Source: an optimization exercise on an open RTL-to-GDS flow (aim: small area, a short achievable clock period and few clock cycles per item). Production flows keep margins and buffers that such runs may drop. RTL that was checked went through simulation tests only; none was proved equivalent to the original. No functional check of the RTL was part of runs 1 and 2.

[flow/flow/run.sh]
#!/bin/bash
# Layout flow: the standard flow (standard synthesis, floorplan, placement,
# CTS, routing) unchanged, except that timing repair aims for a setup slack of
# SETUP_SLACK_MARGIN ns (from flow/margin) instead of 0 against the 12 ns clock,
# so that the tools size and buffer the design for a shorter period.
set -euo pipefail
MARGIN=$(cat flow/margin)
echo "setup margin $MARGIN" > run.log
bash standard.sh SETUP_SLACK_MARGIN="$MARGIN" finish > standard.log 2>&1
echo "done" >> run.log
[flow/flow/margin]
7.5
[flow/standard.sh]
#!/bin/bash
# synth_recipe.tcl (not shown) runs the flow's synth.tcl, then flattens the netlist and writes it again
# the make line also repeats each setting of config.mk as NAME=value (left out here)
make -C /OpenROAD-flow-scripts/flow DESIGN_CONFIG=/design/flow/config.mk WORK_HOME=/design/flow/orfs CLKGATE_MAP_FILE= SYNTH_SCRIPT=/design/flow/synth_recipe.tcl "${@:-finish}"
[flow/config.mk]
export PLATFORM = sky130hd
export DESIGN_NAME = aes_core
export DESIGN_NICKNAME = aes_core
export VERILOG_FILES = /design/flow/design.v
export SDC_FILE = /design/flow/constraint.sdc
export NUM_CORES = 8
export LEC_CHECK = 0
export CAP_MARGIN = 30
export CORE_MARGIN = 2
export CORE_UTILIZATION = 50
export SLEW_MARGIN = 30
[flow/constraint.sdc]
create_clock -name core_clock -period 12.0 [get_ports {clk}]
set_input_delay 2.4000 -clock core_clock [delete_from_list [all_inputs] [get_ports {clk}]]
set_output_delay 2.4000 -clock core_clock [all_outputs]
set_load 0.01 [all_outputs]
[flow/design.v]
module aes_sbox_ed_a (
    input  wire [7:0]  a,
    input  wire        dec,
    output wire [17:0] m
);
    wire M1, M2, M3, M4, M5, M6, M7, M8, M9, M10, M11, M12, M13, M14, M15, M16, M17, M18, M19, M20, M21, M22, M23, M24, M25, M26, M27, M28, M29, M30, M31, M32, M33, M34, M35, M36, M37, M38, M39, M40, M41, M42, M43, M44, M45, M46, M47, M48, M49, M50, M51, M52, M53, M54, M55, M56, M57, M58, M59, M60, M61, M62, M63, T1, T2, T3, T4, T5, T6, T7, T8, T9, T10, T11, T12, T13, T14, T15, T16, T17, T18, T19, T20, T21, T22, T23, T24, T25, T26, T27, U0, U1, U2, U3, U4, U5, U6, U7;
    wire [7:0] ai;
    assign ai[0] = ~(a[2] ^ a[5] ^ a[7]);
    assign ai[1] = a[0] ^ a[3] ^ a[6];
    assign ai[2] = ~(a[1] ^ a[4] ^ a[7]);
    assign ai[3] = a[0] ^ a[2] ^ a[5];
    assign ai[4] = a[1] ^ a[3] ^ a[6];
    assign ai[5] = a[2] ^ a[4] ^ a[7];
    assign ai[6] = a[0] ^ a[3] ^ a[5];
    assign ai[7] = a[1] ^ a[4] ^ a[6];
    wire [7:0] u = dec ? ai : a;
    assign U0 = u[7];
    assign U1 = u[6];
    assign U2 = u[5];
    assign U3 = u[4];
    assign U4 = u[3];
    assign U5 = u[2];
    assign U6 = u[1];
    assign U7 = u[0];
    assign T1 = U0 ^ U3;
    assign T2 = U0 ^ U5;
    assign T3 = U0 ^ U6;
    assign T4 = U3 ^ U5;
    assign T5 = U4 ^ U6;
    assign T6 = T1 ^ T5;
    assign T7 = U1 ^ U2;
    assign T8 = U7 ^ T6;
    assign T9 = U7 ^ T7;
    assign T10 = T6 ^ T7;
    assign T11 = U1 ^ U5;
    assign T12 = U2 ^ U5;
    assign T13 = T3 ^ T4;
    assign T14 = T6 ^ T11;
    assign T15 = T5 ^ T11;
    assign T16 = T5 ^ T12;
    assign T17 = T9 ^ T16;
    assign T18 = U3 ^ U7;
    assign T19 = T7 ^ T18;
    assign T20 = T1 ^ T19;
    assign T21 = U6 ^ U7;
    assign T22 = T7 ^ T21;
    assign T23 = T2 ^ T22;
    assign T24 = T2 ^ T10;
    assign T25 = T20 ^ T17;
    assign T26 = T3 ^ T16;
    assign T27 = T1 ^ T12;
    assign M1 = T13 & T6;
    assign M2 = T23 & T8;
    assign M3 = T14 ^ M1;
    assign M4 = T19 & U7;
    assign M5 = M4 ^ M1;
    assign M6 = T3 & T16;
    assign M7 = T22 & T9;
    assign M8 = T26 ^ M6;
    assign M9 = T20 & T17;
    assign M10 = M9 ^ M6;
    assign M11 = T1 & T15;
    assign M12 = T4 & T27;
    assign M13 = M12 ^ M11;
    assign M14 = T2 & T10;
    assign M15 = M14 ^ M11;
    assign M16 = M3 ^ M2;
    assign M17 = M5 ^ T24;
    assign M18 = M8 ^ M7;
    assign M19 = M10 ^ M15;
    assign M20 = M16 ^ M13;
    assign M21 = M17 ^ M15;
    assign M22 = M18 ^ M13;
    assign M23 = M19 ^ T25;
    assign M24 = M22 ^ M23;
    assign M25 = M22 & M20;
    assign M26 = M21 ^ M25;
    assign M27 = M20 ^ M21;
    assign M28 = M23 ^ M25;
    assign M29 = M28 & M27;
    assign M30 = M26 & M24;
    assign M31 = M20 & M23;
    assign M32 = M27 & M31;
    assign M33 = M27 ^ M25;
    assign M34 = M21 & M22;
    assign M35 = M24 & M34;
    assign M36 = M24 ^ M25;
    assign M37 = M21 ^ M29;
    assign M38 = M32 ^ M33;
    assign M39 = M23 ^ M30;
    assign M40 = M35 ^ M36;
    assign M41 = M38 ^ M40;
    assign M42 = M37 ^ M39;
    assign M43 = M37 ^ M38;
    assign M44 = M39 ^ M40;
    assign M45 = M42 ^ M41;
    assign M46 = M44 & T6;
    assign M47 = M40 & T8;
    assign M48 = M39 & U7;
    assign M49 = M43 & T16;
    assign M50 = M38 & T9;
    assign M51 = M37 & T17;
    assign M52 = M42 & T15;
    assign M53 = M45 & T27;
    assign M54 = M41 & T10;
    assign M55 = M44 & T13;
    assign M56 = M40 & T23;
    assign M57 = M39 & T19;
    assign M58 = M43 & T3;
    assign M59 = M38 & T22;
    assign M60 = M37 & T20;
    assign M61 = M42 & T1;
    assign M62 = M45 & T4;
    assign M63 = M41 & T2;
    assign m = {M46, M47, M48, M49, M50, M51, M52, M53, M54, M55, M56, M57, M58, M59, M60, M61, M62, M63};
endmodule
module aes_sbox_ed_b (
    input  wire [17:0] m,
    input  wire        dec,
    output wire [7:0]  y
);
    wire L0, L1, L2, L3, L4, L5, L6, L7, L8, L9, L10, L11, L12, L13, L14, L15, L16, L17, L18, L19, L20, L21, L22, L23, L24, L25, L26, L27, L28, L29, M46, M47, M48, M49, M50, M51, M52, M53, M54, M55, M56, M57, M58, M59, M60, M61, M62, M63;
    assign {M46, M47, M48, M49, M50, M51, M52, M53, M54, M55, M56, M57, M58, M59, M60, M61, M62, M63} = m;
    assign L0 = M61 ^ M62;
    assign L1 = M50 ^ M56;
    assign L2 = M46 ^ M48;
    assign L3 = M47 ^ M55;
    assign L4 = M54 ^ M58;
    assign L5 = M49 ^ M61;
    assign L6 = M62 ^ L5;
    assign L7 = M46 ^ L3;
    assign L8 = M51 ^ M59;
    assign L9 = M52 ^ M53;
    assign L10 = M53 ^ L4;
    assign L11 = M60 ^ L2;
    assign L12 = M48 ^ M51;
    assign L13 = M50 ^ L0;
    assign L14 = M52 ^ M61;
    assign L15 = M55 ^ L1;
    assign L16 = M56 ^ L0;
    assign L17 = M57 ^ L1;
    assign L18 = M58 ^ L8;
    assign L19 = M63 ^ L4;
    assign L20 = L0 ^ L1;
    assign L21 = L1 ^ L7;
    assign L22 = L3 ^ L12;
    assign L23 = L18 ^ L2;
    assign L24 = L15 ^ L9;
    assign L25 = L6 ^ L10;
    assign L26 = L7 ^ L9;
    assign L27 = L8 ^ L10;
    assign L28 = L11 ^ L14;
    assign L29 = L11 ^ L17;
    wire [7:0] yf;
    assign yf[7] = L6 ^ L24;
    assign yf[6] = ~(L16 ^ L26);
    assign yf[5] = ~(L19 ^ L28);
    assign yf[4] = L6 ^ L21;
    assign yf[3] = L20 ^ L22;
    assign yf[2] = L25 ^ L29;
    assign yf[1] = ~(L13 ^ L27);
    assign yf[0] = ~(L6 ^ L23);
    wire [7:0] yi;
    assign yi[7] = M49 ^ M51 ^ M52 ^ M54 ^ M58 ^ M59 ^ M61 ^ M62;
    assign yi[6] = M47 ^ M48 ^ M49 ^ M50 ^ M52 ^ M54 ^ M55 ^ M56 ^ M59 ^ M60 ^ M61 ^ M63;
    assign yi[5] = M47 ^ M48 ^ M49 ^ M50 ^ M52 ^ M54 ^ M56 ^ M57 ^ M58 ^ M60 ^ M61 ^ M62;
    assign yi[4] = M46 ^ M48 ^ M52 ^ M54 ^ M58 ^ M59 ^ M61 ^ M62;
    assign yi[3] = M46 ^ M48 ^ M50 ^ M51 ^ M52 ^ M53 ^ M56 ^ M57 ^ M58 ^ M59 ^ M61 ^ M63;
    assign yi[2] = M46 ^ M47 ^ M50 ^ M51 ^ M52 ^ M54 ^ M58 ^ M59 ^ M61 ^ M62;
    assign yi[1] = M49 ^ M50 ^ M52 ^ M53 ^ M58 ^ M59 ^ M61 ^ M62;
    assign yi[0] = M55 ^ M57 ^ M61 ^ M63;
    assign y = dec ? yi : yf;
endmodule
module aes_sbox_f_a (
    input  wire [7:0]  a,
    output wire [17:0] m
);
    wire M1, M2, M3, M4, M5, M6, M7, M8, M9, M10, M11, M12, M13, M14, M15, M16, M17, M18, M19, M20, M21, M22, M23, M24, M25, M26, M27, M28, M29, M30, M31, M32, M33, M34, M35, M36, M37, M38, M39, M40, M41, M42, M43, M44, M45, M46, M47, M48, M49, M50, M51, M52, M53, M54, M55, M56, M57, M58, M59, M60, M61, M62, M63, T1, T2, T3, T4, T5, T6, T7, T8, T9, T10, T11, T12, T13, T14, T15, T16, T17, T18, T19, T20, T21, T22, T23, T24, T25, T26, T27, U0, U1, U2, U3, U4, U5, U6, U7;
    wire [7:0] u = a;
    assign U0 = u[7];
    assign U1 = u[6];
    assign U2 = u[5];
    assign U3 = u[4];
    assign U4 = u[3];
    assign U5 = u[2];
    assign U6 = u[1];
    assign U7 = u[0];
    assign T1 = U0 ^ U3;
    assign T2 = U0 ^ U5;
    assign T3 = U0 ^ U6;
    assign T4 = U3 ^ U5;
    assign T5 = U4 ^ U6;
    assign T6 = T1 ^ T5;
    assign T7 = U1 ^ U2;
    assign T8 = U7 ^ T6;
    assign T9 = U7 ^ T7;
    assign T10 = T6 ^ T7;
    assign T11 = U1 ^ U5;
    assign T12 = U2 ^ U5;
    assign T13 = T3 ^ T4;
    assign T14 = T6 ^ T11;
    assign T15 = T5 ^ T11;
    assign T16 = T5 ^ T12;
    assign T17 = T9 ^ T16;
    assign T18 = U3 ^ U7;
    assign T19 = T7 ^ T18;
    assign T20 = T1 ^ T19;
    assign T21 = U6 ^ U7;
    assign T22 = T7 ^ T21;
    assign T23 = T2 ^ T22;
    assign T24 = T2 ^ T10;
    assign T25 = T20 ^ T17;
    assign T26 = T3 ^ T16;
    assign T27 = T1 ^ T12;
    assign M1 = T13 & T6;
    assign M2 = T23 & T8;
    assign M3 = T14 ^ M1;
    assign M4 = T19 & U7;
    assign M5 = M4 ^ M1;
    assign M6 = T3 & T16;
    assign M7 = T22 & T9;
    assign M8 = T26 ^ M6;
    assign M9 = T20 & T17;
    assign M10 = M9 ^ M6;
    assign M11 = T1 & T15;
    assign M12 = T4 & T27;
    assign M13 = M12 ^ M11;
    assign M14 = T2 & T10;
    assign M15 = M14 ^ M11;
    assign M16 = M3 ^ M2;
    assign M17 = M5 ^ T24;
    assign M18 = M8 ^ M7;
    assign M19 = M10 ^ M15;
    assign M20 = M16 ^ M13;
    assign M21 = M17 ^ M15;
    assign M22 = M18 ^ M13;
    assign M23 = M19 ^ T25;
    assign M24 = M22 ^ M23;
    assign M25 = M22 & M20;
    assign M26 = M21 ^ M25;
    assign M27 = M20 ^ M21;
    assign M28 = M23 ^ M25;
    assign M29 = M28 & M27;
    assign M30 = M26 & M24;
    assign M31 = M20 & M23;
    assign M32 = M27 & M31;
    assign M33 = M27 ^ M25;
    assign M34 = M21 & M22;
    assign M35 = M24 & M34;
    assign M36 = M24 ^ M25;
    assign M37 = M21 ^ M29;
    assign M38 = M32 ^ M33;
    assign M39 = M23 ^ M30;
    assign M40 = M35 ^ M36;
    assign M41 = M38 ^ M40;
    assign M42 = M37 ^ M39;
    assign M43 = M37 ^ M38;
    assign M44 = M39 ^ M40;
    assign M45 = M42 ^ M41;
    assign M46 = M44 & T6;
    assign M47 = M40 & T8;
    assign M48 = M39 & U7;
    assign M49 = M43 & T16;
    assign M50 = M38 & T9;
    assign M51 = M37 & T17;
    assign M52 = M42 & T15;
    assign M53 = M45 & T27;
    assign M54 = M41 & T10;
    assign M55 = M44 & T13;
    assign M56 = M40 & T23;
    assign M57 = M39 & T19;
    assign M58 = M43 & T3;
    assign M59 = M38 & T22;
    assign M60 = M37 & T20;
    assign M61 = M42 & T1;
    assign M62 = M45 & T4;
    assign M63 = M41 & T2;
    assign m = {M46, M47, M48, M49, M50, M51, M52, M53, M54, M55, M56, M57, M58, M59, M60, M61, M62, M63};
endmodule
module aes_sbox_f_b (
    input  wire [17:0] m,
    output wire [7:0]  y
);
    wire L0, L1, L2, L3, L4, L5, L6, L7, L8, L9, L10, L11, L12, L13, L14, L15, L16, L17, L18, L19, L20, L21, L22, L23, L24, L25, L26, L27, L28, L29, M46, M47, M48, M49, M50, M51, M52, M53, M54, M55, M56, M57, M58, M59, M60, M61, M62, M63;
    assign {M46, M47, M48, M49, M50, M51, M52, M53, M54, M55, M56, M57, M58, M59, M60, M61, M62, M63} = m;
    assign L0 = M61 ^ M62;
    assign L1 = M50 ^ M56;
    assign L2 = M46 ^ M48;
    assign L3 = M47 ^ M55;
    assign L4 = M54 ^ M58;
    assign L5 = M49 ^ M61;
    assign L6 = M62 ^ L5;
    assign L7 = M46 ^ L3;
    assign L8 = M51 ^ M59;
    assign L9 = M52 ^ M53;
    assign L10 = M53 ^ L4;
    assign L11 = M60 ^ L2;
    assign L12 = M48 ^ M51;
    assign L13 = M50 ^ L0;
    assign L14 = M52 ^ M61;
    assign L15 = M55 ^ L1;
    assign L16 = M56 ^ L0;
    assign L17 = M57 ^ L1;
    assign L18 = M58 ^ L8;
    assign L19 = M63 ^ L4;
    assign L20 = L0 ^ L1;
    assign L21 = L1 ^ L7;
    assign L22 = L3 ^ L12;
    assign L23 = L18 ^ L2;
    assign L24 = L15 ^ L9;
    assign L25 = L6 ^ L10;
    assign L26 = L7 ^ L9;
    assign L27 = L8 ^ L10;
    assign L28 = L11 ^ L14;
    assign L29 = L11 ^ L17;
    wire [7:0] yf;
    assign yf[7] = L6 ^ L24;
    assign yf[6] = ~(L16 ^ L26);
    assign yf[5] = ~(L19 ^ L28);
    assign yf[4] = L6 ^ L21;
    assign yf[3] = L20 ^ L22;
    assign yf[2] = L25 ^ L29;
    assign yf[1] = ~(L13 ^ L27);
    assign yf[0] = ~(L6 ^ L23);
    assign y = yf;
endmodule
module aes_core (
    input  wire         clk,
    input  wire         rst,          
    input  wire         key_load,     
    input  wire         key_len256,   
    input  wire [255:0] key_in,
    input  wire         start,        
    input  wire         decrypt,      
    input  wire [127:0] din,
    output wire         ready,
    output reg          done,         
    output wire [127:0] dout
);
    localparam integer SW = 18;       
    localparam integer KW = 18;       
    function automatic [7:0] xtime(input [7:0] b);
        xtime = {b[6:0], 1'b0} ^ (b[7] ? 8'h1b : 8'h00);
    endfunction
    function automatic [31:0] mix_col(input [31:0] c);
        reg [7:0] a0, a1, a2, a3, t;
        begin
            a0 = c[31:24]; a1 = c[23:16]; a2 = c[15:8]; a3 = c[7:0];
            t = a0 ^ a1 ^ a2 ^ a3;
            mix_col[31:24] = a0 ^ t ^ xtime(a0 ^ a1);
            mix_col[23:16] = a1 ^ t ^ xtime(a1 ^ a2);
            mix_col[15:8]  = a2 ^ t ^ xtime(a2 ^ a3);
            mix_col[7:0]   = a3 ^ t ^ xtime(a3 ^ a0);
        end
    endfunction
    function automatic [31:0] pre_inv(input [31:0] c);
        reg [7:0] a0, a1, a2, a3, u, v;
        begin
            a0 = c[31:24]; a1 = c[23:16]; a2 = c[15:8]; a3 = c[7:0];
            u = xtime(xtime(a0 ^ a2));
            v = xtime(xtime(a1 ^ a3));
            pre_inv = {a0 ^ u, a1 ^ v, a2 ^ u, a3 ^ v};
        end
    endfunction
    function automatic [7:0] rcon_of(input [3:0] i);
        case (i)
            4'd1:    rcon_of = 8'h01;
            4'd2:    rcon_of = 8'h02;
            4'd3:    rcon_of = 8'h04;
            4'd4:    rcon_of = 8'h08;
            4'd5:    rcon_of = 8'h10;
            4'd6:    rcon_of = 8'h20;
            4'd7:    rcon_of = 8'h40;
            4'd8:    rcon_of = 8'h80;
            4'd9:    rcon_of = 8'h1b;
            4'd10:   rcon_of = 8'h36;
            default: rcon_of = 8'h00;
        endcase
    endfunction
    reg  [255:0] k0;           
    reg  [255:0] klast;        
    reg          kl_valid;     
    reg          cur_k256;     
    reg          sreg;         
    reg          preg;         
    reg          dreg;
    reg  [127:0] din_r;
    reg          ready_r;
    reg  [127:0] dout_r;
    reg          v0, d0, k2560, x0, p0, c0;
    reg  [3:0]   dc0;
    reg          kd1280;
    reg  [3:0]   r0;
    reg  [127:0] s0;
    reg  [255:0] w0;
    reg          v1, d1, k2561, x1, p1, c1, l1;
    reg          kdec1, krot1, dnl1;
    reg  [3:0]   r1;
    reg  [7:0]   rcon1;
    reg  [16*SW-1:0] m1;
    reg  [255:0] w1;
    reg  [KW*4-1:0]  km1;
    assign dout  = dout_r;
    assign ready = ready_r;
    wire [127:0] sh;           
    wire [16*SW-1:0] m_a;
    genvar gi;
    generate
        for (gi = 0; gi < 16; gi = gi + 1) begin : g_a
            localparam integer R  = gi % 4;
            localparam integer C  = gi / 4;
            localparam integer FW = 4 * ((C + R) % 4) + R;       
            localparam integer BW = 4 * ((C + 4 - R) % 4) + R;   
            assign sh[127 - 8*gi -: 8] = dc0[C] ? s0[127 - 8*BW -: 8] : s0[127 - 8*FW -: 8];
            aes_sbox_ed_a u_sa (
                .a   (sh[127 - 8*gi -: 8]),
                .dec (dc0[C]),
                .m   (m_a[SW*gi +: SW])
            );
        end
    endgenerate
    wire        kdec_a = d0 && !x0;                  
    wire [31:0] ks_in  = w0[31:0] ^ (kd1280 ? w0[63:32] : 32'h0);
    wire [KW*4-1:0] km_a;
    generate
        for (gi = 0; gi < 4; gi = gi + 1) begin : g_ka
            aes_sbox_f_a u_ka (
                .a (ks_in[31 - 8*gi -: 8]),
                .m (km_a[KW*gi +: KW])
            );
        end
    endgenerate
    wire [3:0] r_next = r0 + 4'd1;
    wire       l_next = (r_next == (k2560 ? 4'd14 : 4'd10));
    wire       krot_a = !k2560 || r_next[0];
    reg  [3:0] rci;
    always @(*) begin
        case ({k2560, kdec_a})
            2'b00:   rci = r_next + 4'd1;                 
            2'b10:   rci = (r_next + 4'd1) >> 1;          
            2'b01:   rci = 4'd10 - r_next;                
            default: rci = (4'd15 - r_next) >> 1;         
        endcase
    end
    wire [31:0] ksub;
    generate
        for (gi = 0; gi < 4; gi = gi + 1) begin : g_kb
            aes_sbox_f_b u_kb (
                .m (km1[KW*gi +: KW]),
                .y (ksub[31 - 8*gi -: 8])
            );
        end
    endgenerate
    wire [31:0]  kg = krot1 ? ({ksub[23:0], ksub[31:24]} ^ {rcon1, 24'h0}) : ksub;
    wire [127:0] ka = k2561 ? w1[255:128] : w1[127:0];
    wire [31:0]  ka0 = ka[127:96], ka1 = ka[95:64], ka2 = ka[63:32], ka3 = ka[31:0];
    wire [127:0] kn = kdec1 ? {ka0 ^ kg, ka1 ^ ka0, ka2 ^ ka1, ka3 ^ ka2}
                            : {ka0 ^ kg, ka0 ^ ka1 ^ kg, ka0 ^ ka1 ^ ka2 ^ kg, ka0 ^ ka1 ^ ka2 ^ ka3 ^ kg};
    wire [255:0] wn = {w1[127:0], kn};
    wire [127:0] rk = w1[127:0];               
    wire [127:0] sb;
    generate
        for (gi = 0; gi < 16; gi = gi + 1) begin : g_b
            aes_sbox_ed_b u_sb (
                .m   (m1[SW*gi +: SW]),
                .dec (d1),
                .y   (sb[127 - 8*gi -: 8])
            );
        end
    endgenerate
    wire [127:0] t  = d1 ? (sb ^ rk) : sb;
    wire [127:0] tp, tm;
    generate
        for (gi = 0; gi < 4; gi = gi + 1) begin : g_mix
            assign tp[127 - 32*gi -: 32] = pre_inv(t[127 - 32*gi -: 32]);
        end
    endgenerate
    wire [127:0] u  = dnl1 ? tp : t;
    generate
        for (gi = 0; gi < 4; gi = gi + 1) begin : g_mix2
            assign tm[127 - 32*gi -: 32] = mix_col(u[127 - 32*gi -: 32]);
        end
    endgenerate
    wire [127:0] vv = l1 ? u : tm;
    wire [127:0] y  = d1 ? vv : (vv ^ rk);
    wire fin      = v1 && l1 && !p1;             
    wire res      = fin && !x1;                  
    wire expdone  = fin && x1;                   
    wire prepdone = v1 && p1;                    
    wire park     = sreg && dreg && !kl_valid;   
    wire acc_k    = key_load && ready_r && !rst;
    wire acc_s    = start && ready_r && !rst;
    wire clr_cap  = acc_k || park;
    wire capture  = res && !d1 && c1 && !clr_cap;
    wire [255:0] kl_new = {w1[127:0], w1[255:128]};
    wire [255:0] wnew = (dreg && kl_valid) ? klast : k0;
    reg          v0n, d0n, k0n, x0n, p0n, c0n;
    reg  [3:0]   r0n;
    always @(*) begin
        if (sreg) begin
            v0n = 1'b1; d0n = dreg; k0n = cur_k256; x0n = park; p0n = 1'b0;
            c0n = !dreg && !kl_valid && !acc_k; r0n = 4'd0;
        end else if (preg) begin
            v0n = 1'b1; d0n = 1'b0; k0n = 1'b0; x0n = 1'b0; p0n = 1'b1;
            c0n = 1'b0; r0n = 4'd15;
        end else if (expdone) begin
            v0n = 1'b1; d0n = 1'b1; k0n = k2561; x0n = 1'b0; p0n = 1'b0;
            c0n = 1'b0; r0n = 4'd0;
        end else begin
            v0n = v1 && !l1 && !p1; d0n = d1; k0n = k2561; x0n = x1; p0n = p1;
            c0n = c1 && !clr_cap; r0n = r1;
        end
        if (rst) v0n = 1'b0;
    end
    wire v1n   = v0 && !rst;
    wire sregn = acc_s;
    wire pregn = acc_k && !key_len256;
    wire klvn  = !(rst || acc_k || park) && (kl_valid || capture || expdone);
    wire k256n = acc_k ? key_len256 : cur_k256;
    wire [3:0] rnn   = r0n + 4'd1;
    wire slotfree_n  = !v0n || ((rnn == (k0n ? 4'd14 : 4'd10)) && !x0n && !p0n);
    wire pend_n      = (v0n && x0n) || (v1n && x0);
    wire park_n      = sregn && decrypt && !klvn;
    wire prep_n      = pregn || (v0n && p0n);
    wire order_n     = v1n && !l_next && (k2560 != k256n);
    always @(posedge clk) begin
        sreg    <= sregn;
        preg    <= pregn;
        dreg    <= decrypt;
        din_r   <= din;
        ready_r <= slotfree_n && !pend_n && !park_n && !prep_n && !order_n;
        if (acc_k) begin
            k0       <= key_len256 ? key_in : {key_in[255:128], key_in[255:128]};
            cur_k256 <= key_len256;
        end else if (prepdone) begin
            k0[127:0] <= kn;
        end
        kl_valid <= klvn;
        v1    <= v1n;
        d1    <= d0;
        k2561 <= k2560;
        x1    <= x0;
        p1    <= p0;
        c1    <= c0 && !clr_cap;
        r1    <= r_next;
        l1    <= l_next;
        kdec1 <= kdec_a;
        krot1 <= krot_a;
        rcon1 <= rcon_of(rci);
        dnl1  <= d0 && !l_next;
        m1    <= m_a;
        km1   <= km_a;
        w1    <= w0;
        dout_r <= y;
        done   <= res && !rst;
        v0     <= v0n;
        d0     <= d0n;
        dc0    <= {d0n & v0n, d0n | !v0n, d0n ^ !v0n, d0n};
        kd1280 <= d0n && !x0n && !k0n;
        k2560  <= k0n;
        x0     <= x0n;
        p0     <= p0n;
        c0     <= c0n;
        r0     <= r0n;
        if (sreg) begin
            s0 <= din_r ^ wnew[255:128];
            w0 <= wnew;
        end else if (preg) begin
            s0 <= y;
            w0 <= k0;
        end else if (expdone) begin
            s0 <= klast[127:0] ^ rk;
            w0 <= kl_new;
        end else begin
            s0 <= y;
            w0 <= wn;
        end
        if (park) begin
            klast[127:0] <= din_r;
        end else if (capture || expdone) begin
            klast <= kl_new;
        end
    end
endmodule
==> results of run 1 <==
## cell type report
| type | instances | area share |
|---|---|---|
| multi-input cells | 8629 | 0.5333 |
| flip-flops and latches | 1811 | 0.3144 |
| repair buffers | 946 | 0.06828 |
| clock buffers | 269 | 0.04267 |
| well taps | 2854 | 0.02706 |
| clock inverters | 97 | 0.01015 |
| inverters | 102 | 0.003186 |
| diodes | 41 | 0.0007775 |
| repair inverters | 3 | 0.0002086 |
## routing by layer
| metal | wire (um) | track usage | share of wire | vias up |
|---|---|---|---|---|
| met5 | 164 | 0 | 0.00035 | - |
| met1 | 191100 | 0.5658 | 0.40 | 42617 |
| met2 | 192600 | 0.5734 | 0.41 | 5082 |
| li1 | - | - | - | 38246 |
| met4 | 33630 | 0.2347 | 0.071 | 22 |
| met3 | 56010 | 0.1038 | 0.12 | 872 |
## logic make-up after synthesis
kind of cell	count (synthesis)	share of synthesized area
muxes	647	0.06100
and+or+nand+nor	2654	0.1056
AOI/OAI and AO/OA	1706	0.09327
DFF	1811	0.3786
buffers and inverters	731	0.02645
adders and majority gates	50	0.005701
xor gates and xnor gates	3569	0.3293
## synth_stat cells, types with 13 or more instances
cell type	number	area share
buf_2	56	0.0026
xnor2_1	2351	0.19
clkbuf_2	34	0.0016
ha_1	49	0.0056
xnor2_2	44	0.0065
mux2i_1	594	0.054
clkbuf_1	448	0.015
and3_1	26	0.0015
mux2_2	33	0.0034
a221oi_1	56	0.0045
nor2_1	714	0.025
edfxtp_1	512	0.14
or2_2	13	0.00074
xor3_1	54	0.012
xnor3_1	230	0.047
nand2_1	1293	0.044
o22ai_1	24	0.0014
inv_1	100	0.0034
buf_1	84	0.0029
a21oi_1	574	0.026
a211oi_1	258	0.018
o21a_1	18	0.0012
nand3_1	27	0.0012
nor2b_1	401	0.023
o211ai_1	107	0.0074
and2_1	37	0.0021
a31oi_1	15	0.00086
xor2_2	27	0.0040
xor2_1	851	0.068
o21ai_0	441	0.020
o21ai_1	91	0.0042
dfxtp_1	1299	0.24
nor3_1	40	0.0018
a21o_1	20	0.0014
nand2b_1	51	0.0029
a22oi_1	17	0.0012
## per-stage QoR
stage                     hold WS (ns)  setup slack [ns]
final                           0.3071             7.439
after global routing            0.3130             7.311
after CTS                       0.3003             7.245
after detailed placement        0.3121             5.769
after global placement          0.3097             5.820
after floorplan                 0.3096             6.896
## flip-flops by register name, indices dropped and copies added, names as in the netlist, 128 cells and up
| name | cells |
|---|---|
| din_r | 128 |
| dout_r | 128 |
| k0 | 256 |
| klast | 256 |
| m1 | 288 |
| s0 | 128 |
| w0 | 256 |
| w1 | 256 |
## layout by cell type (no fill, tap or decap), types with 47 or more instances in the layout
cell,n
xor2_4,54
nand2b_1,49
mux2i_1,519
inv_1,97
o21ai_0,417
a221oi_1,56
xnor2_4,61
mux2i_2,47
xnor3_1,220
a211oi_1,256
nor2b_1,401
o211ai_1,107
xor2_1,709
nor2_1,705
xnor2_1,2080
xor2_2,119
edfxtp_1,512
dfxtp_2,61
nand2_1,1276
a21oi_1,553
o21ai_1,99
buf_4,377
dfxtp_1,1229
xnor2_2,262
clkdlybuf4s50_1,518
clkbuf_16,209
ha_1,49
## worst max-delay path by stage
stage	from	endpoint	slack, ns	cells past startpoint
after global routing	m1[225]	dout_r[3]	7.31	13
after CTS	dc0[2]	m1[193]	7.25	15
after global placement	rst	k0[117]	5.82	6
final	m1[154]	s0[60]	7.44	15
after detailed placement	rst	k0[71]	5.77	6
after floorplan	rst	klast[128]	6.90	4
## what timing repair did
item	CTS	global route
resized for setup	425	384
hold buffers	0	0
setup buffers	59	138
cloned	4	7
setup endpoints to repair	815	666
pin swaps	41	82
==> run summary, run 1 <==
The flow ran to the end and the layout has no timing, DRC or antenna violations. The post-synthesis async set-or-reset flop share is 0. During I/O placement, the number of pins put on the boundary was 520. The number of violations reported at the end of detailed-routing iteration 0 is around 12000.

The die is roughly 470 um tall. The fraction of the yosys area taken by sequential cells is 0.3786. The post-detailed-route count of antenna-violating nets came out at 0. The number of iterations in the first detailed-routing pass came out at 6. The worst setup path is launched from a flop.

Measured against its own limit, the worst slew margin works out to 0.2302. The slowest stage of the critical path is the xnor3_1 cell. The final setup violation count is 0. The final number of hold-violating endpoints came out at 0. The total of fill cells in the finished design is 18260. After clock tree synthesis, the clock-pin slew on the worst setup and hold paths is approximately 0.060 ns. The synthesized area per cell is between 9 and 10 sq um.

The die width is roughly 470 um. Walking the worst path, the cells encountered are xor2_2 -> xnor3_1 -> mux2_2 -> xnor2_4 -> xor2_4 -> xnor2_1 -> nand2_2 -> xor2_4 -> buf_6 -> xnor2_1 -> xnor3_1 -> xnor2_2 -> xor2_1 -> o21ai_2 -> nand2_1. The kind of critical path is reg -> reg.

The required time of the worst setup path is 12.72 ns. In this run the clock root is driven by a clkbuf_16. The final worst-path cycle share is 0.3801. The dominant delay contributor by cell family on the critical path is XOR/XNOR gates. The TritonCTS clock tree is yes. The number of cells on the worst hold path came out at 0. The stage delay of the slowest cell on the critical path came out at between 0.4 and 0.5 ns.

After synthesis the cells add up to around 0.11 sq mm. The floorplan step defined a die boundary enclosing about 0.22 sq mm. Synthesis produced a netlist whose cell count is about 11000. In the routed design, unresolved DRC markers number 0. The first global-routing pass estimated 635100 um of wire. The logic depth of the worst register-to-register path came out at 15.

The routed design has about 470000 um of wire. Counting the buffers created by CTS gives 196. The flop and latch count out of synthesis is 1811. The starting utilization of the core area is 0.5032.

The clock latency on the worst-skew pair came out at 0.87 ns. Yosys mapped a number of flops with a built-in enable equal to about 510. The setup slack on the worst flop-to-flop path is 7.44 ns.

The clock net sink count is around 1800. The number of antenna violations at the first check in global routing is 54. Adding up every negative setup slack in the final design gives 0 ns. The cell area after layout is around 0.13 sq mm. The standard-cell row count came out at about 170. For this run, the number of Yosys warnings is 1.

The number of vias in the routed layout came out at slightly below 90000. STA classifies the critical path endpoint as a flop. The via count of the first global-routing pass came out at 79801. The transition at the pin with the smallest max-transition slack is between 1 and 1.5 ns. The register area is 0.04149 sq mm.

The number of placed instances, taps included, is about 14000. The core area came out at 0.2172 sq mm. The number of nets in the finished design is between 10000 and 15000.

Summed over all nets, the half-perimeter wirelength after detailed placement is between 300000 and 400000 um. The path with the worst hold slack has its endpoint at w1[102].

The min-delay analysis places its worst path in the category reg -> reg. Relative to the synthesized area, the layout overhead comes to 20.75%. The buffer and inverter count on the worst path is 1.

The largest net degree at the start of global routing came out at 144. The average wire per standard cell came out at 32.10 um. In the global route stage, overall resource usage came out at 0.4080. The smallest clock period supported by the final layout is computed as 4.561 ns. Setup repair after global routing could not meet its margin everywhere. The fraction of final layout cells sized beyond drive strength 1 is 0.1330. The final worst clock skew is 0.07422 ns. Max-cap violations in this run came to 0. Summing all multi-input logic gate instances after layout gives 0.07037 sq mm. The max-slew violation count came out at 0.

Routability-driven placement finished with a final weighted congestion of between 1 and 1.5. The placed instances occupy a cell area of approximately 0.12 sq mm. For this run, the share of the core covered by cells in the final layout is 0.6077.

The maximum root-to-sink buffer count came out at 3. In this run the critical register-to-register path is launched from m1[154]. At the worst endpoint, the arrival time is around 5.3 ns.

The total of buffers placed on input and output ports came out at 519. Global routing finished with a remaining overflow of 0. Of all nets on the critical path, the largest fanout is 4. The number of H-tree levels is 4. The final standard cell count with taps included and fillers excluded came out at approximately 15000. The startpoint identified for the worst hold timing path is w0[102].

The most common flop cell mapped by yosys is dfxtp_1. The maximum clock frequency is about 220 MHz. The number of nets produced by synthesis came out at between 10000 and 15000.

The synthesized netlist contains 86 unique library cells. The detailed-route vias per instance is approximately 5.9. The endpoint identified for the worst register-to-register timing path is s0[60].
==> inputs of run 2 (changes only) <==
==> flow/flow/margin (replaced) <==
8
--- a/flow/config.mk
+++ b/flow/config.mk
@@ -9,3 +9,3 @@
 export CORE_MARGIN = 2
-export CORE_UTILIZATION = 50
+export CORE_UTILIZATION = 65
 export SLEW_MARGIN = 30
==> run 2 against run 1 <==
  * Global-route usage increased by 11 points
  * Critical path depth decreased by 2
  * Design area increased by 7.9%
  * Count of clock-buffer cells in the layout decreased by 14
  * Flip-flop and latch count unchanged
  * Wire length increased by 8.5%
  * Fmax decreased by 4.1%
  * Sequential share of layout area decreased by 1.9 points
  * Register-to-register slack got worse by 0.19 ns
  * Critical path type unchanged
  * Largest cell class unchanged
==> run summary, run 2 <==
The flow ran to the end and the layout has no timing, DRC or antenna violations. The proportion of netlist area held by the largest area contributor came out at 0.2380 (unchanged). The total placed cells including tap cells came to 13419 (-5.1%). The summed instance area of the synthesized netlist is 0.1093 sq mm (unchanged).

The detailed-route vias per instance came out at 6.809 (+16%). The number of vias in the routed layout was 99136 (+14%). The total of hold buffers inserted after clock tree synthesis came to 0 (unchanged). The fraction of the yosys area taken by sequential cells came out at 0.3786 (unchanged). Among all cell types in the netlist, the one instantiated most often is xnor2_1. The clock period minus final worst setup slack came out at 4.754 ns (+0.1929 ns). The number of buffers created by CTS is 184 (-6.1%). Setup repair after global routing could not meet its margin everywhere.

The total of buffers placed on input and output ports was 519 (unchanged). The die width came out at 414.0 um (-12%). The clock net sink count was 1811 (unchanged). The final worst-path cycle share came to 0.3961 (+0.01607).

The final weighted congestion in routability-driven placement is 1.090 (+2.5%). The number of antenna violations at the first check in global routing was 57 (+5.6%). In this run the worst hold path is classified as reg -> reg. By area the synthesized netlist is led by dfxtp_1, xnor2_1, edfxtp_1, xor2_1, mux2i_1. The worst hold path terminates at w1[117]. Clock tree synthesis selected as its root buffer the cell clkbuf_16. The worst relative slew slack is 0.1005 (-0.1297). The number of cells on the worst hold path is 0 (unchanged). The number of warning messages in the yosys log came out at 1 (unchanged).

The largest net degree at the start of global routing is 178 (+24%). The total of fill cells in the finished design came to 8274 (-55%). The max-slew violation count came out at 0 (unchanged). The floorplan die area is 0.1714 sq mm (-23%). The count of maximum capacitance violations was 0 (unchanged). The total routing resource utilization after global routing is 0.5191 (+0.1111). The via count of the first global-routing pass came to 87739 (+9.9%). The number of flip-flops in the largest register came out at 288 (unchanged). The final setup violation count is 0 (unchanged).

The destination of the worst register-to-register timing path is s0[124]. The register with the most flip-flops in the final layout is m1. The cell area after layout came out at 0.1424 sq mm (+7.9%).

The number of nets in the finished design is 12600 (+3.9%). The post-synthesis async set-or-reset flop share is 0 (unchanged). The final worst clock skew is 0.07363 ns (-0.0005980 ns). The setup slack on the worst flop-to-flop path came out at 7.25 ns (-0.19 ns). Counting instances in the post-synthesis netlist gives the leading cell types as xnor2_1, dfxtp_1, nand2_1, xor2_1, nor2_1. The required time of the worst setup path came out at 12.79 ns (+0.07 ns).

The kind of critical path is reg -> reg. The number of violations reported at the end of detailed-routing iteration 0 was 17373 (+47%). The post-detailed-route count of antenna-violating nets came out at 0 (unchanged). The final number of hold-violating endpoints was 0 (unchanged). The maximum clock frequency came out at 210.4 MHz (-4.1%). The number of standard cells after synthesis is 11168 (unchanged). The setup TNS after final layout came out at 0 ns (unchanged). The post-detailed-placement half-perimeter wirelength is 333700 um (-8.8%). Leaving out fill and tap cells, the most frequent cells in the layout are xnor2_1, nand2_1, dfxtp_1. The final worst slack came out at 7.246 ns (-0.1929 ns).

The clock latency on the worst-skew pair came to 0.92 ns (+0.05 ns). The CTS clock-pin slew for the worst setup and hold paths came out at 0.07 ns (about the same).

The fraction of final layout cells sized beyond drive strength 1 came out at 0.2426 (+0.1096). The synthesized area per cell was 9.786 sq um (unchanged). The most common flop cell mapped by yosys is dfxtp_1. The arrival time at the worst endpoint came out at 5.54 ns (+0.25 ns). The peak fanout along the critical path is 3 (-1).

The number of enable flip-flop cells after synthesis is 512 (unchanged). The logic depth of the worst register-to-register path came to 13 (-2). The transition at the pin with the smallest max-transition slack is 1.312 ns (+0.1570 ns). The core area came to 0.1670 sq mm (-23%). The detailed-route DRC error count is 0 (unchanged). Leaving out fill and tap cells, the most frequent cell in the layout is xnor2_1. The worst setup path is launched from a flop. The post-place instance area is 0.1163 sq mm (-1.1%). The flop and latch count out of synthesis came out at 1811 (unchanged). The launch point of the worst hold path is w0[117].

The smallest hold slack was 0.3188 ns (+0.01166 ns). The wire length after detailed routing is 513600 um (+8.5%).

STA classifies the critical path endpoint as a flop. The starting utilization of the core area is 0.6543 (+0.1510). The biggest area contributor in the post-synthesis netlist is dfxtp_1. TritonCTS built the clock tree. The final cell utilization of the core came out at 0.8527 (+0.2451). The standard-cell row count came out at 150 (-12%). The number of different library cells in the post-synthesis netlist came out at 86 (unchanged). The maximum root-to-sink buffer count came out at 3 (unchanged).

The top-level port count is 520 (unchanged). The number of nets produced by synthesis was 11607 (unchanged). The number of iterations in the first detailed-routing pass is 8 (+2). The setup slack at placement came out at 5.554 ns (-0.2155 ns). The layout overhead on the synthesized area came out at 30.33%.

The number of H-tree levels came to 4 (unchanged). The final standard cell count with taps included and fillers excluded is 14559 (-1.3%). The average wire per standard cell is 35.28 um (+9.9%). The first-pass GRT wire length is 635800 um (+0.12%).

The height of the die is 414.0 um (-12%). The startpoint identified for the worst register-to-register timing path is m1[70]. The global-route congestion overflow total is 0 (unchanged).
run 2: cell counts after synthesis:
Identical to the previous run, type by type.
run 2: what timing repair did:
action / 4_1_cts / 5_1_grt
gates resized for setup: 1417 / 988
buffers inserted: 313 / 414
setup endpoints to repair: 1397 / 601
gates cloned: 20 / 12
pin swaps: 202 / 418
run 2: cells by family after synthesis:
| logic type | after synthesis | share of synthesized area |
|---|---|---|
| AO/OA/AOI/OAI | 1706 | 0.09327 |
| XOR/XNOR | 3569 | 0.3293 |
| adder cells (fa/ha/maj) | 50 | 0.005701 |
| buffers and inverters | 731 | 0.02645 |
| flip-flops | 1811 | 0.3786 |
| multiplexers | 647 | 0.06100 |
| AND/OR/NAND/NOR | 2654 | 0.1056 |
run 2: metal layers:
layer / GRT usage / part of all wire / up-vias / routed length, um
met1: 0.6285 / 0.32 / 47049 / 162100
met3: 0.2085 / 0.17 / 3046 / 86110
met2: 0.7082 / 0.39 / 9860 / 200500
met5: 0 / 0.00059 / - / 302
li1: - / - / 39149 / -
met4: 0.4641 / 0.13 / 32 / 64480
run 2: worst max-delay path, cell delays in order, from the launching register on:
cell and delay [ns]:
dfxtp_2 0.35, xnor2_1 0.57, xnor3_1 0.48, xnor2_1 0.39
mux2i_4 0.16, xnor2_1 0.30, xnor3_1 0.43, nand2_4 0.16
xor2_4 0.22, xnor3_1 0.48, xor2_2 0.19, xnor2_2 0.67
o21ai_1 0.14, nand2_1 0.11
run 2: worst max path at each step:
stage          slack [ns]          to  depth (start not counted)    start
2_1_floorplan        6.90  klast[128]                          4      rst
3_3_place_gp         5.63  klast[189]                          6      rst
3_5_place_dp         5.55     k0[109]                          5      rst
4_1_cts              7.80       s0[4]                         14  m1[265]
5_1_grt              7.35  dout_r[12]                         14  m1[277]
6_report             7.25     s0[124]                         13   m1[70]
run 2: cell type report:
cell class	count	area (sq um)	share of cell area
Timing Repair inverter	3	25.02	0.0001757
Multi-Input combinational cell	8634	77080	0.5411
Sequential cell	1811	42080	0.2954
Inverter	102	420.4	0.002952
Timing Repair Buffer	1425	13520	0.09495
Clock buffer	255	5361	0.03764
Antenna cell	35	87.58	0.0006149
Clock inverter	90	1101	0.007730
Tap cell	2204	2758	0.01936
==> inputs of run 3 (changes only) <==
--- a/flow/design.v
+++ b/flow/design.v
@@ -390,4 +390,2 @@
     reg          v0, d0, k2560, x0, p0, c0;
-    reg  [3:0]   dc0;
-    reg          kd1280;
     reg  [3:0]   r0;
@@ -413,6 +411,6 @@
             localparam integer BW = 4 * ((C + 4 - R) % 4) + R;   
-            assign sh[127 - 8*gi -: 8] = dc0[C] ? s0[127 - 8*BW -: 8] : s0[127 - 8*FW -: 8];
+            assign sh[127 - 8*gi -: 8] = d0 ? s0[127 - 8*BW -: 8] : s0[127 - 8*FW -: 8];
             aes_sbox_ed_a u_sa (
                 .a   (sh[127 - 8*gi -: 8]),
-                .dec (dc0[C]),
+                .dec (d0),
                 .m   (m_a[SW*gi +: SW])
@@ -422,3 +420,3 @@
     wire        kdec_a = d0 && !x0;                  
-    wire [31:0] ks_in  = w0[31:0] ^ (kd1280 ? w0[63:32] : 32'h0);
+    wire [31:0] ks_in  = w0[31:0] ^ ((kdec_a && !k2560) ? w0[63:32] : 32'h0);
     wire [KW*4-1:0] km_a;
@@ -557,4 +555,2 @@
         d0     <= d0n;
-        dc0    <= {d0n & v0n, d0n | !v0n, d0n ^ !v0n, d0n};
-        kd1280 <= d0n && !x0n && !k0n;
         k2560  <= k0n;
==> flow/flow/run.sh (replaced) <==
#!/bin/bash
# Layout flow: the standard flow (standard.sh), with two changes:
# - synthesis is the standard flow's synthesis script unchanged except that ABC maps the
#   logic with flow/abc.script and a delay target of flow/abc_d ps (the
#   registers, mapped before ABC, are the standard synthesis's);
# - timing repair aims for a setup slack of flow/margin ns instead of 0.
set -euo pipefail
MARGIN=$(cat flow/margin)
ABC_D=$(cat flow/abc_d)
HERE=$(pwd)
{
  echo "proc abc {args} {"
  echo "  set out {}"
  echo "  set skip 0"
  echo "  foreach a \$args {"
  echo "    if {\$skip} { set skip 0; continue }"
  echo "    if {\$a eq \"-script\" || \$a eq \"-D\"} { set skip 1; continue }"
  echo "    lappend out \$a"
  echo "  }"
  echo "  puts \"own abc mapping: flow/abc.script -D $ABC_D\""
  echo "  yosys abc -script $HERE/flow/abc.script -D $ABC_D {*}\$out"
  echo "}"
  cat synth_recipe.tcl
} > my_synth.tcl
echo "setup margin $MARGIN, abc delay $ABC_D" > run.log
bash standard.sh SYNTH_SCRIPT="$HERE/my_synth.tcl" SETUP_SLACK_MARGIN="$MARGIN" finish > standard.log 2>&1
echo "done" >> run.log
==> flow/flow/abc.script (new file) <==
strash
&get -n
&fraig -x
&put
scorr
dc2
strash
&get -n
&dch -f
&nf {D}
&put
buffer -c
topo
stime -c
upsize {D} -c
dnsize {D} -c
==> flow/flow/abc_d (new file) <==
3500
--- a/flow/config.mk
+++ b/flow/config.mk
@@ -9,3 +9,3 @@
 export CORE_MARGIN = 2
-export CORE_UTILIZATION = 65
+export CORE_UTILIZATION = 30
 export SLEW_MARGIN = 30
==> run 3 against run 2 <==
  * Utilization shrank 41 points
  * Register-to-register slack improved by 0.17 ns
  * Cell count increased by 19%
  * Clock skew down 0.011 ns
  * Via count decreased by 9.2%
  * Wire length decreased by 0.63%
  * Critical endpoint is now s0[52]
==> run summary, run 3 <==
The flow ran to the end and the layout has no timing, DRC or antenna violations. By instance count, the leading cell after synthesis is xnor2_1. The cell area after layout came to 0.1566 sq mm (+10%). Leaving out fill and tap cells, the most frequent cell in the layout is xnor2_1.

The standard-cell row count came out at 219 (+46%). Setup repair after global routing could not meet its margin everywhere.

The flop and latch count out of synthesis is 1807 (-0.22%). More flip-flops sit in one register than any other, and that register is m1. The final setup violation count came to 0 (unchanged). Yosys attributes the largest share of cell area to dfxtp_1, xnor2_1, edfxtp_1, xor2_1, xnor3_1. The fraction of the yosys area taken by sequential cells is 0.3855 (+0.006831). The setup slack at placement is 6.011 ns (+0.4573 ns). TritonCTS built the clock tree.

The arrival time at the worst endpoint came out at 5.30 ns (-0.24 ns). The post-detailed-route count of antenna-violating nets is 0 (unchanged). The core area came out at 0.3557 sq mm (+110%). The worst setup path is captured at a flop. The total of fill cells in the finished design is 31942 (+290%). The final worst clock skew is 0.06252 ns (-0.01111 ns). The summed instance area of the synthesized netlist was 0.1071 sq mm (-2.0%). The number of H-tree levels came out at 4 (unchanged). The detailed-route DRC error count is 0 (unchanged). The fraction of final layout cells sized beyond drive strength 1 was 0.3681 (+0.1255). The number of standard cells after synthesis is 10499 (-6.0%). After synthesis, the most frequently instantiated cells are xnor2_1, dfxtp_1, nor2_1, nand2_1, xor2_1.

The layout overhead on the synthesized area came out at 46.20%. The via count of the first global-routing pass came out at 81773 (-6.8%). The total of hold buffers inserted after clock tree synthesis came out at 0 (unchanged).

The final cell utilization of the core is 0.4404 (-0.4123). The number of enable flip-flop cells after synthesis came to 512 (unchanged). The total placed cells including tap cells is 15443 (+15%). The worst relative slew slack was 0.2442 (+0.1437). The smallest hold slack is 0.2878 ns (-0.03095 ns). The final standard cell count with taps included and fillers excluded came to 17314 (+19%).

The detailed-route vias per instance came out at 5.200 (-24%). The clock period minus final worst setup slack is 4.586 ns (-0.1674 ns). The clock net sink count is 1807 (-0.22%). The top-level port count came out at 520 (unchanged). The CTS clock-pin slew for the worst setup and hold paths came to 0.07 ns (about the same). The setup TNS after final layout came out at 0 ns (unchanged). The class of the tightest hold or removal check is reg -> reg. The clock latency on the worst-skew pair is 0.92 ns (about the same). The number of vias in the routed layout came out at 90039 (-9.2%).

The first-pass GRT wire length came out at 646100 um (+1.6%). The number of nets produced by synthesis was 10936 (-5.8%). The logic depth of the worst register-to-register path is 18 (+5). The number of violations reported at the end of detailed-routing iteration 0 was 10523 (-39%). The total routing resource utilization after global routing came to 0.2516 (-0.2676).

The largest net degree at the start of global routing came out at 153 (-14%). The post-detailed-placement half-perimeter wirelength came out at 347200 um (+4.1%). The peak fanout along the critical path came out at 4 (+1).

The final worst-path cycle share came out at 0.3822 (-0.01395). In the layout the commonest cells are xnor2_1, buf_4, dfxtp_1. The starting utilization of the core area came to 0.3012 (-0.3530). The number of antenna violations at the first check in global routing came out at 73 (+28%). The die width is 601.6 um (+45%). The number of different library cells in the post-synthesis netlist came out at 90 (+4.7%).

The post-synthesis async set-or-reset flop share came to 0 (unchanged). The max-slew violation count was 0 (unchanged). The number of flip-flops in the largest register came out at 288 (unchanged). The transition at the pin with the smallest max-transition slack is 1.112 ns (-0.2001 ns). The total of buffers placed on input and output ports came to 519 (unchanged). The required time of the worst setup path came out at 12.72 ns (-0.07 ns).

The final weighted congestion in routability-driven placement came out at 1.003 (-7.9%). The number of warning messages in the yosys log came to 1 (unchanged). The wire length after detailed routing came out at 510400 um (-0.63%).

The average wire per standard cell came out at 29.48 um (-16%). The global-route congestion overflow total came out at 0 (unchanged). The setup path with the least slack is of type reg -> reg.

The number of cells on the worst hold path is 0 (unchanged). The final number of hold-violating endpoints is 0 (unchanged). The count of maximum capacitance violations came to 0 (unchanged). The maximum clock frequency is 218.0 MHz (+3.7%).

The proportion of netlist area held by the largest area contributor is 0.2420 (+0.004015). The sort of element at the start of the critical path is a flop. The synthesized area per cell is 10.21 sq um (+4.3%).

The clock tree root driver cell is clkbuf_16. The number of buffers created by CTS came out at 199 (+8.2%). The post-place instance area came out at 0.1186 sq mm (+2.0%). The maximum root-to-sink buffer count is 4 (+1). The cell accounting for the most synthesized area is dfxtp_1. The final worst slack is 7.414 ns (+0.1674 ns).

The height of the die came out at 601.6 um (+45%). The most common flop cell mapped by yosys is dfxtp_1. The number of nets in the finished design is 12784 (+1.5%).

The number of iterations in the first detailed-routing pass is 17 (+9). The floorplan die area is 0.3619 sq mm (+110%).
run 3: layout make-up:
cell class                      instances  area, sq um  area share
Multi-Input combinational cell       8052        80600      0.5145
Antenna cell                           57        142.6   0.0009106
Clock inverter                         88        877.1    0.005599
Inverter                              147        608.1    0.003882
Clock buffer                          272         5724     0.03654
Tap cell                             4751         5944     0.03795
Sequential cell                      1807        42060      0.2685
Timing Repair inverter                  1        11.26  0.00007189
Timing Repair Buffer                 2139        20680      0.1320
run 3: critical path, stage by stage, from the launching register on:
cell,delay [ns]
dfxtp_2,0.42
xor2_1,0.32
xnor3_1,0.55
xnor2_2,0.17
mux2i_2,0.17
buf_6,0.15
xnor2_4,0.12
buf_4,0.18
xnor3_1,0.34
nand2_4,0.12
xor2_4,0.20
xnor2_1,0.18
xnor3_1,0.49
xnor2_1,0.19
mux2i_1,0.13
xnor2_2,0.17
buf_4,0.16
o21ai_1,0.15
nand2_2,0.19
run 3: cells by family after synthesis:
| logic type | after synthesis | synth area share |
|---|---|---|
| compound gates | 1601 | 0.09151 |
| xor+xnor | 3332 | 0.3309 |
| fa+ha+maj | 47 | 0.005489 |
| buf+inv | 643 | 0.02605 |
| flops | 1807 | 0.3855 |
| mux | 676 | 0.06723 |
| simple gates | 2393 | 0.09334 |
run 3: repair_timing:
item | 4_1_cts | 5_1_grt
setup endpoints to repair | 1273 | 802
pin swaps | 531 | 795
gates cloned | 18 | 23
gates resized for setup | 2089 | 1501
setup buffers | 687 | 724
run 3: path summary, 6_finish.rpt:
kind	from	end	slack, ns
max	m1[147]	s0[52]	7.41
min	w0[243]	w1[243]	0.29
max reg2reg	m1[147]	s0[52]	7.41
min reg2reg	w0[243]	w1[243]	0.29
run 3: routing by layer:
metal,routed length (um),track usage,vias up
li1,-,-,38727
met4,54200,0.1957,44
met5,295,0,-
met2,221900,0.3861,5164
met1,184900,0.3102,44575
met3,49160,0.04965,1529
Testbench counts of run 3, summed over its fixed seeds: cycles 10,301, blocks 768.
==> inputs of run 4 (changes only) <==
--- a/flow/design.v
+++ b/flow/design.v
@@ -119,2 +119,3 @@
     input  wire        dec,
+    input  wire [7:0]  k,
     output wire [7:0]  y
@@ -163,10 +164,10 @@
     wire [7:0] yi;
-    assign yi[7] = M49 ^ M51 ^ M52 ^ M54 ^ M58 ^ M59 ^ M61 ^ M62;
-    assign yi[6] = M47 ^ M48 ^ M49 ^ M50 ^ M52 ^ M54 ^ M55 ^ M56 ^ M59 ^ M60 ^ M61 ^ M63;
-    assign yi[5] = M47 ^ M48 ^ M49 ^ M50 ^ M52 ^ M54 ^ M56 ^ M57 ^ M58 ^ M60 ^ M61 ^ M62;
-    assign yi[4] = M46 ^ M48 ^ M52 ^ M54 ^ M58 ^ M59 ^ M61 ^ M62;
-    assign yi[3] = M46 ^ M48 ^ M50 ^ M51 ^ M52 ^ M53 ^ M56 ^ M57 ^ M58 ^ M59 ^ M61 ^ M63;
-    assign yi[2] = M46 ^ M47 ^ M50 ^ M51 ^ M52 ^ M54 ^ M58 ^ M59 ^ M61 ^ M62;
-    assign yi[1] = M49 ^ M50 ^ M52 ^ M53 ^ M58 ^ M59 ^ M61 ^ M62;
-    assign yi[0] = M55 ^ M57 ^ M61 ^ M63;
+    assign yi[7] = M49 ^ M51 ^ M52 ^ M54 ^ M58 ^ M59 ^ M61 ^ M62 ^ k[7];
+    assign yi[6] = M47 ^ M48 ^ M49 ^ M50 ^ M52 ^ M54 ^ M55 ^ M56 ^ M59 ^ M60 ^ M61 ^ M63 ^ k[6];
+    assign yi[5] = M47 ^ M48 ^ M49 ^ M50 ^ M52 ^ M54 ^ M56 ^ M57 ^ M58 ^ M60 ^ M61 ^ M62 ^ k[5];
+    assign yi[4] = M46 ^ M48 ^ M52 ^ M54 ^ M58 ^ M59 ^ M61 ^ M62 ^ k[4];
+    assign yi[3] = M46 ^ M48 ^ M50 ^ M51 ^ M52 ^ M53 ^ M56 ^ M57 ^ M58 ^ M59 ^ M61 ^ M63 ^ k[3];
+    assign yi[2] = M46 ^ M47 ^ M50 ^ M51 ^ M52 ^ M54 ^ M58 ^ M59 ^ M61 ^ M62 ^ k[2];
+    assign yi[1] = M49 ^ M50 ^ M52 ^ M53 ^ M58 ^ M59 ^ M61 ^ M62 ^ k[1];
+    assign yi[0] = M55 ^ M57 ^ M61 ^ M63 ^ k[0];
     assign y = dec ? yi : yf;
@@ -344,3 +345,3 @@
     endfunction
-    function automatic [31:0] mix_col(input [31:0] c);
+    function automatic [31:0] mix_col_k(input [31:0] c, input [31:0] k);
         reg [7:0] a0, a1, a2, a3, t;
@@ -349,6 +350,6 @@
             t = a0 ^ a1 ^ a2 ^ a3;
-            mix_col[31:24] = a0 ^ t ^ xtime(a0 ^ a1);
-            mix_col[23:16] = a1 ^ t ^ xtime(a1 ^ a2);
-            mix_col[15:8]  = a2 ^ t ^ xtime(a2 ^ a3);
-            mix_col[7:0]   = a3 ^ t ^ xtime(a3 ^ a0);
+            mix_col_k[31:24] = (a0 ^ k[31:24]) ^ t ^ xtime(a0 ^ a1);
+            mix_col_k[23:16] = (a1 ^ k[23:16]) ^ t ^ xtime(a1 ^ a2);
+            mix_col_k[15:8]  = (a2 ^ k[15:8])  ^ t ^ xtime(a2 ^ a3);
+            mix_col_k[7:0]   = (a3 ^ k[7:0])   ^ t ^ xtime(a3 ^ a0);
         end
@@ -384,2 +385,3 @@
     reg          sreg;         
+    reg  [2:0]   sregc;
     reg          preg;         
@@ -390,2 +392,4 @@
     reg          v0, d0, k2560, x0, p0, c0;
+    reg  [3:0]   dc0;
+    reg          kd1280;
     reg  [3:0]   r0;
@@ -411,6 +415,6 @@
             localparam integer BW = 4 * ((C + 4 - R) % 4) + R;   
-            assign sh[127 - 8*gi -: 8] = d0 ? s0[127 - 8*BW -: 8] : s0[127 - 8*FW -: 8];
+            assign sh[127 - 8*gi -: 8] = dc0[C] ? s0[127 - 8*BW -: 8] : s0[127 - 8*FW -: 8];
             aes_sbox_ed_a u_sa (
                 .a   (sh[127 - 8*gi -: 8]),
-                .dec (d0),
+                .dec (dc0[C]),
                 .m   (m_a[SW*gi +: SW])
@@ -420,3 +424,3 @@
     wire        kdec_a = d0 && !x0;                  
-    wire [31:0] ks_in  = w0[31:0] ^ ((kdec_a && !k2560) ? w0[63:32] : 32'h0);
+    wire [31:0] ks_in  = w0[31:0] ^ (kd1280 ? w0[63:32] : 32'h0);
     wire [KW*4-1:0] km_a;
@@ -458,3 +462,3 @@
     wire [127:0] rk = w1[127:0];               
-    wire [127:0] sb;
+    wire [127:0] t;
     generate
@@ -464,3 +468,4 @@
                 .dec (d1),
-                .y   (sb[127 - 8*gi -: 8])
+                .k   (rk[127 - 8*gi -: 8]),
+                .y   (t[127 - 8*gi -: 8])
             );
@@ -468,3 +473,3 @@
     endgenerate
-    wire [127:0] t  = d1 ? (sb ^ rk) : sb;
+    wire [127:0] rke = d1 ? 128'h0 : rk;
     wire [127:0] tp, tm;
@@ -478,7 +483,6 @@
         for (gi = 0; gi < 4; gi = gi + 1) begin : g_mix2
-            assign tm[127 - 32*gi -: 32] = mix_col(u[127 - 32*gi -: 32]);
+            assign tm[127 - 32*gi -: 32] = mix_col_k(u[127 - 32*gi -: 32], rke[127 - 32*gi -: 32]);
         end
     endgenerate
-    wire [127:0] vv = l1 ? u : tm;
-    wire [127:0] y  = d1 ? vv : (vv ^ rk);
+    wire [127:0] y  = l1 ? (u ^ rke) : tm;
     wire fin      = v1 && l1 && !p1;             
@@ -525,2 +529,3 @@
         sreg    <= sregn;
+        sregc   <= {(start && ready_r) || rst, start && ready_r, (start && ready_r && !key_load) || rst};
         preg    <= pregn;
@@ -555,2 +560,4 @@
         d0     <= d0n;
+        dc0    <= {d0n & v0n, d0n | !v0n, d0n ^ !v0n, d0n};
+        kd1280 <= d0n && !x0n && !k0n;
         k2560  <= k0n;
@@ -560,15 +567,24 @@
         r0     <= r0n;
-        if (sreg) begin
+        if (sregc[2])
             s0 <= din_r ^ wnew[255:128];
-            w0 <= wnew;
-        end else if (preg) begin
-            s0 <= y;
-            w0 <= k0;
-        end else if (expdone) begin
+        else if (expdone)
             s0 <= klast[127:0] ^ rk;
-            w0 <= kl_new;
-        end else begin
+        else
             s0 <= y;
-            w0 <= wn;
-        end
+        if (sregc[1])
+            w0[255:128] <= wnew[255:128];
+        else if (preg)
+            w0[255:128] <= k0[255:128];
+        else if (expdone)
+            w0[255:128] <= kl_new[255:128];
+        else
+            w0[255:128] <= wn[255:128];
+        if (sregc[0])
+            w0[127:0] <= wnew[127:0];
+        else if (preg)
+            w0[127:0] <= k0[127:0];
+        else if (expdone)
+            w0[127:0] <= kl_new[127:0];
+        else
+            w0[127:0] <= wn[127:0];
         if (park) begin
==> flow/flow/run.sh (replaced) <==
#!/bin/bash
# Layout flow: the standard flow (standard synthesis, floorplan, placement,
# CTS, routing) unchanged, except that timing repair aims for a setup slack of
# SETUP_SLACK_MARGIN ns (from flow/margin) instead of 0 against the 12 ns clock,
# so that the tools size and buffer the design for a shorter period.
set -euo pipefail
MARGIN=$(cat flow/margin)
echo "setup margin $MARGIN" > run.log
bash standard.sh SETUP_SLACK_MARGIN="$MARGIN" finish > standard.log 2>&1
echo "done" >> run.log
==> flow/flow/margin (replaced) <==
7.5
--- a/flow/config.mk
+++ b/flow/config.mk
@@ -9,3 +9,3 @@
 export CORE_MARGIN = 2
-export CORE_UTILIZATION = 30
+export CORE_UTILIZATION = 50
 export SLEW_MARGIN = 30
removed: flow/flow/abc.script
removed: flow/flow/abc_d
==> run 4 against run 3 <==
  * Still clean on timing, DRC and antenna
  * Utilization grew 15 points
  * Flip-flop and latch count grew 7
  * Cell count shrank 14%
  * Die area shrank 37%
  * Non-clock buffer count shrank 1264
  * Largest cell class unchanged
==> run summary, run 4 <==
The flow ran to the end and the layout has no timing, DRC or antenna violations. The number of vias in the routed layout came to 88439 (-1.8%). The core area was 0.2225 sq mm (-37%). The maximum clock frequency came out at 218.6 MHz (+0.28%). Setup repair after global routing could not meet its margin everywhere. The library cell used most frequently in the layout, excluding fill and tap cells, is xnor2_1.

The total routing resource utilization after global routing is 0.4004 (+0.1488). The via count of the first global-routing pass is 81946 (+0.21%). The number of H-tree levels is 4 (unchanged). TritonCTS built the clock tree. The floorplan die area came out at 0.2281 sq mm (-37%). The summed instance area of the synthesized netlist is 0.1122 sq mm (+4.7%).

The number of antenna violations at the first check in global routing is 52 (-29%). The starting utilization of the core area came to 0.5040 (+0.2028). The worst register-to-register path begins at km1[38]. The standard-cell row count came out at 173 (-21%). The setup slack on the worst flop-to-flop path is 7.45 ns (+0.04 ns). The number of nets produced by synthesis came to 11799 (+7.9%). The flop and latch count out of synthesis came out at 1814 (+0.39%). The number of flip-flops in the largest register came out at 288 (unchanged).

The proportion of netlist area held by the largest area contributor is 0.2324 (-0.009554). The clock period minus final worst setup slack came to 4.574 ns (-0.01262 ns). The tightest min-delay check is of the reg -> reg type. The CTS clock-pin slew for the worst setup and hold paths is 0.06 ns (about the same). The height of the die came out at 477.6 um (-21%). The setup TNS after final layout came to 0 ns (unchanged).

The signal on the critical path passes through dlygate4sd2_1 -> nand2_2 -> or2_4 -> buf_4 -> buf_4 -> buf_4 -> a211oi_1 -> a21oi_1. After synthesis, the cell types taking the most area are dfxtp_1, xnor2_1, edfxtp_1, xnor3_1, xor2_1. The final cell utilization of the core came out at 0.5906 (+0.1501). Tracing the worst setup path back leads to its startpoint at key_load.

The top-level port count is 520 (unchanged). The transition at the pin with the smallest max-transition slack was 1.181 ns (+0.06972 ns). The final weighted congestion in routability-driven placement was 1.004 (about the same). The clock tree root driver cell is clkbuf_16. The final worst clock skew is 0.07785 ns (+0.01534 ns). The detailed-route vias per instance was 5.932 (+14%). The peak fanout along the critical path came out at 44 (+40). The layout overhead on the synthesized area is 17.18%. The synthesized area per cell is 9.872 sq um (-3.3%).

The launch point of the worst hold path is w0[103]. The cell type of the slowest stage on the worst timing path is a211oi_1. The post-detailed-route count of antenna-violating nets is 0 (unchanged).

The register with the most flip-flops in the final layout is m1. The number of enable flip-flop cells after synthesis is 512 (unchanged). The fraction of the yosys area taken by sequential cells was 0.3695 (-0.01596). The library cells used most frequently in the layout, excluding fill and tap cells, are xnor2_1, nand2_1, dfxtp_1. The final setup violation count came out at 0 (unchanged). The largest net degree at the start of global routing was 201 (+31%). The maximum root-to-sink buffer count is 3 (-1).
==> run 4: cell type report <==
cell class	count	area (sq um)
fill	19160	91100
multi-input combinational	8742	70330
sequential	1814	41540
timing repair buffer	875	8333
clock buffer	273	5664
tap	2975	3722
clock inverter	105	1354
inverter	106	422.9
antenna	18	45.04
==> run 4: stage by stage <==
step           setup WS (ns)  area (sq um)  cells  hold WS, ns
2_1_floorplan          6.762        112200  11360       0.3096
5_1_grt                7.345        131400  14894       0.3122
3_5_place_dp           5.427        120500  14387       0.3120
3_3_place_gp           5.416        120200  14383       0.3097
4_1_cts                7.311        129100  14803       0.3038
6_report               7.426        131400  14908       0.3148
==> run 4: repair_timing <==
| action | 4_1_cts | 5_1_grt |
|---|---|---|
| setup buffers | 31 | 82 |
| cloned | 7 | 2 |
| gates resized for setup | 224 | 240 |
| pin swaps | 17 | 48 |
| setup endpoints to repair | 904 | 417 |
| hold buffers | 0 | 0 |
==> run 4: cell families after synthesis <==
group / count (synthesis) / synth area share
fa+ha+maj: 49 / 0.005467
compound gates: 1793 / 0.1009
simple gates: 3093 / 0.1194
buf+inv: 808 / 0.02826
flops: 1814 / 0.3695
mux: 565 / 0.05154
xor+xnor: 3238 / 0.3250
==> run 4: final timing paths <==
check,endpoint,cells past startpoint
hold / removal,w1[103],0
setup / recovery,k0[37],8
hold reg to reg,w1[103],0
setup reg to reg,w0[23],12
==> run 4: layer usage <==
layer  track usage  vias up  wire length (um)
li1              -    39192                 -
met1        0.5401    43343            188100
met2        0.5746     5069            196300
met3        0.1128      823             57810
met4        0.2262       12             31890
met5             0        -                73
==> run 4: critical path, delay by kind of cell <==
| kind | cells | cell delay, ns |
|---|---|---|
| compound gates | 2 | 0.64 |
| buf+inv | 4 | 1.42 |
| simple gates | 2 | 0.67 |
Testbench counts of run 4, summed over its fixed seeds: cycles 10,301, blocks 768.

-- what the ideal ports hide --
The results above use ideal ports. As a check the final layouts listed here were re-extracted and re-timed, cells and wires unchanged.
Step 1 assumes that a clkbuf_16 drives the clock port and a buf_2 every other input.
Step 2 also shifts input and output timing later by t, the mid clock arrival at the registers, as if the neighbouring blocks saw the same clock.
Slacks: no drivers / after step 1 / after step 2; pairs: no drivers / after step 1.
run | t (ns) | setup slack, ns | slew at the worst register clock pin (ns) | worst data-port slew with drivers (ns)
run 1 | 0.945 | 7.439 / 7.383 / 6.723 | 0.07 / 0.07 | 0.11
run 2 | 0.984 | 7.246 / 7.246 / 7.012 | 0.09 / 0.09 | 0.14
run 3 | 0.994 | 7.414 / 7.414 / 7.043 | 0.07 / 0.07 | 0.25
run 4 | 0.976 | 7.426 / 7.421 / 6.519 | 0.07 / 0.07 | 0.12
After both steps every run listed still meets setup and hold. The setup slack of run 4, which loses most, moves by -0.005 ns with the drivers and by -0.907 ns with both steps.
